Source: an optimization exercise on an open RTL-to-GDS flow (aim: small area, a short achievable clock period and few clock cycles per item). Production flows keep margins and buffers that such runs may drop.
In this exercise RTL edits were held to simulation tests only and were not proved equivalent to the original.

## cvu
module cvu (
    input  wire        clk,
    input  wire        rst,
    input  wire        in_valid,
    output wire        in_ready,
    input  wire        in_first,
    input  wire        in_last,
    input  wire [3:0]  in_bytes,
    input  wire [63:0] in_data,
    input  wire [2:0]  cfg_preset,
    input  wire        cfg_chain,
    input  wire [6:0]  cfg_width,
    input  wire [63:0] cfg_poly,
    input  wire [63:0] cfg_init,
    input  wire [63:0] cfg_xorout,
    input  wire        cfg_refin,
    input  wire        cfg_refout,
    output reg         out_valid,
    output reg  [63:0] out_crc,
    output reg  [63:0] out_reg
);
    integer i1, j1, t1, j2, i3, i4, i7, i8, i9;
    reg acc1;
    reg        ready_r;      
    reg        s1, s2;       
    reg        valid_r, last_r, expf_r, pend;
    reg  [7:0] jsel;         
    reg  [7:0] jsel_keep;    
    reg [63:0] d_r;          
    assign in_ready = ready_r;
    wire accept  = in_valid & ready_r;
    wire expl_in = (cfg_preset == 3'd0) | (cfg_preset == 3'd7);
    wire run     = ~(s1 | s2);
    wire go      = valid_r & run;
    reg  [7:0] jsel_in;
    always @* begin
        jsel_in = 8'd1;
        if (in_last)
            case (in_bytes)
                4'd1: jsel_in = 8'b1000_0000;
                4'd2: jsel_in = 8'b0100_0000;
                4'd3: jsel_in = 8'b0010_0000;
                4'd4: jsel_in = 8'b0001_0000;
                4'd5: jsel_in = 8'b0000_1000;
                4'd6: jsel_in = 8'b0000_0100;
                4'd7: jsel_in = 8'b0000_0010;
                default: ;
            endcase
    end
    reg  [6:1] pre;           
    reg        expl, pre23;
    reg        refin_r, refout_r, p0_r;
    reg  [5:0] k_r;           
    reg [63:0] poly_r, xor_r, mu_r;
    reg [63:0] A;             
    reg [63:0] F;             
    reg [63:0] init_in;
    always @* begin
  ...
Size: roughly 11000 cells after synthesis, roughly 410 I/O pins.
clock: 44.0 ns
lec_check: 0
cap_margin: 20
core_margin: 2
core_utilization: 40
place_density: 0.5
slew_margin: 20
standard.sh (not shown) runs the stock make flow with config.mk's settings and CLKGATE_MAP_FILE= SYNTH_SCRIPT=/design/flow/synth_recipe.tcl, a recipe that flattens the netlist after the stock synthesis.
==> flow/flow/run.sh <==
#!/bin/bash
# The standard layout (the standard.sh: ORFS synthesis, floorplan, placement,
# CTS, routing) at the design's clock and constraints, with two changes:
#  - the buffers that buffer_ports puts on every input and output port are
#    buf_2 cells instead of the tool's default choice;
#  - ORFS's repair_timing steps (after CTS and after global routing) aim for
#    34.2 ns of setup slack instead of 0, so that they also shorten paths that
#    already meet the 44 ns clock.
# The make output goes to standard.log; ORFS keeps each step's log under orfs/logs.
set -euo pipefail
export BUFFER_PORTS_ARGS="-buffer_cell sky130_fd_sc_hd__buf_2"
export SETUP_SLACK_MARGIN=34.2
bash standard.sh > standard.log 2>&1
Testbench counts at the start, summed over its fixed seeds: cycles 16,701, bytes 125,702.
Rerun with:
--- a/flow/design.v
+++ b/flow/design.v
@@ -66,35 +66,41 @@
             default:    ;
         endcase
     end
     wire refin_in = expl_in ? cfg_refin :
                     (cfg_preset == 3'd1) | (cfg_preset == 3'd3) | (cfg_preset == 3'd4);
     wire        refin_b = in_first ? refin_in : refin_r;
     reg  [63:0] d_in;
     always @* begin
         for (i4 = 0; i4 < 64; i4 = i4 + 1)
             d_in[i4] = refin_b ? in_data[63-i4] : in_data[8*(7 - i4/8) + (i4%8)];
     end
     wire [63:0] D = d_r;
-    reg [63:0] p_eff, mu_eff, xor_eff;
+    reg [63:0] xor_eff;
     reg  [5:0] k_eff;
     reg        refout_eff;
+    reg [63:0] n_poly, n_mu;
+    always @* begin
+        n_poly = cfg_poly; n_mu = 64'd0;
+        case (cfg_preset)
+            3'd1:       begin n_poly = 64'h1edc6f4100000000; n_mu = 64'h1f91caf6386f2c24; end
+            3'd2, 3'd3: begin n_poly = 64'h42f0e1eba9ea3693; n_mu = 64'h578d29d06cc4f872; end
+            3'd4:       begin n_poly = 64'h04c11db700000000; n_mu = 64'h04d101df481b4e5a; end
+            3'd5:       begin n_poly = 64'h1021000000000000; n_mu = 64'h11303471a041b342; end
+            3'd6:       begin n_poly = 64'h0700000000000000; n_mu = 64'h07156a166329dd12; end
+            default:    ;
+        endcase
+    end
+    wire [63:0] p_eff = poly_r, mu_eff = mu_r;
     always @* begin
-        p_eff  = expl ? poly_r : 64'd0;
-        mu_eff = expl ? mu_r : 64'd0;
-        if (pre[1]) begin p_eff = p_eff | 64'h1edc6f4100000000; mu_eff = mu_eff | 64'h1f91caf6386f2c24; end
-        if (pre23)  begin p_eff = p_eff | 64'h42f0e1eba9ea3693; mu_eff = mu_eff | 64'h578d29d06cc4f872; end
-        if (pre[4]) begin p_eff = p_eff | 64'h04c11db700000000; mu_eff = mu_eff | 64'h04d101df481b4e5a; end
-        if (pre[5]) begin p_eff = p_eff | 64'h1021000000000000; mu_eff = mu_eff | 64'h11303471a041b342; end
-        if (pre[6]) begin p_eff = p_eff | 64'h0700000000000000; mu_eff = mu_eff | 64'h07156a166329dd12; end
         xor_eff    = expl ? xor_r : (pre[1] | pre[4]) ? 64'hffffffff : pre[3] ? {64{1'b1}} : 64'd0;
         k_eff      = expl ? k_r : (pre[1] | pre[4]) ? 6'd32 : pre[5] ? 6'd48 : pre[6] ? 6'd56 : 6'd0;
         refout_eff = expl ? refout_r : (pre[1] | pre[3] | pre[4]);
     end
     wire [63:0] sh_in  = s1 ? poly_r : F;
     wire [63:0] sh_out = sh_in << k_r;
     reg [63:0] U;
     reg [31:0] V;
     always @* begin
         U[0] = 1'b1;
         for (i1 = 1; i1 < 64; i1 = i1 + 1)
             U[i1] = sh_out[64-i1];
@@ -6342,25 +6348,26 @@
         if (run & expf_r) begin
             pre[1]   <= cfg_preset == 3'd1;
             pre[2]   <= cfg_preset == 3'd2;
             pre[3]   <= cfg_preset == 3'd3;
             pre[4]   <= cfg_preset == 3'd4;
             pre[5]   <= cfg_preset == 3'd5;
             pre[6]   <= cfg_preset == 3'd6;
             expl     <= expl_in;
             pre23    <= (cfg_preset == 3'd2) | (cfg_preset == 3'd3);
             k_r      <= 6'd0 - cfg_width[5:0];
             refin_r  <= refin_in;
             refout_r <= cfg_refout;
-            poly_r   <= cfg_poly;
+            poly_r   <= n_poly;
+            mu_r     <= n_mu;
             xor_r    <= cfg_xorout;
         end else if (s1) begin
             poly_r <= U;
             p0_r   <= sh_out[0];
             xor_r  <= xor_r & wmask;
             mu_r   <= 64'd0;
         end else if (s2) begin
             poly_r <= pal_back;
             mu_r   <= mu_new;
         end
         if (accept & in_first)
             A <= init_in;
=>
- The new run completed with no timing, DRC or antenna violations
- sequential share of layout area fell by 0.17 points
- synthesized cell count fell by a few percent
- design area rose slightly
- worst hold slack is better by 0.015 ns
- core utilization grows by 0.74 points
Testbench counts after the change, summed over its fixed seeds: cycles 16,701, bytes 125,702.

-- what the ideal ports hide --
No port has a modelled driver above. Below, the same layouts with a new extraction and two added sets of constraints.
Step 1: set_driving_cell puts a clkbuf_16 on clk and a buf_2 on each other input, an assumption about the parent block.
Step 2 times the ports against the registers' clock, not the clock port: input delays grow and output delays shrink by t, the midpoint of the rising clock arrivals with the driver on.
Slacks: ideal / step 1 / step 2; pairs: ideal / step 1.
run	t (ns)	setup WS [ns]	worst setup path after step 2	clock arrival spread, ns	worst data-port slew with drivers (ns)
the first run	0.793	33.836 / 33.836 / 33.153	input to register	0.045 / 0.045	0.16
the second run	0.820	33.820 / 33.849 / 33.030	input to register	0.088 / 0.087	0.14
After both steps setup and hold are still met in every run listed. The setup slack of the second run, which loses most, moves by +0.029 ns with the drivers and by -0.790 ns with both steps.
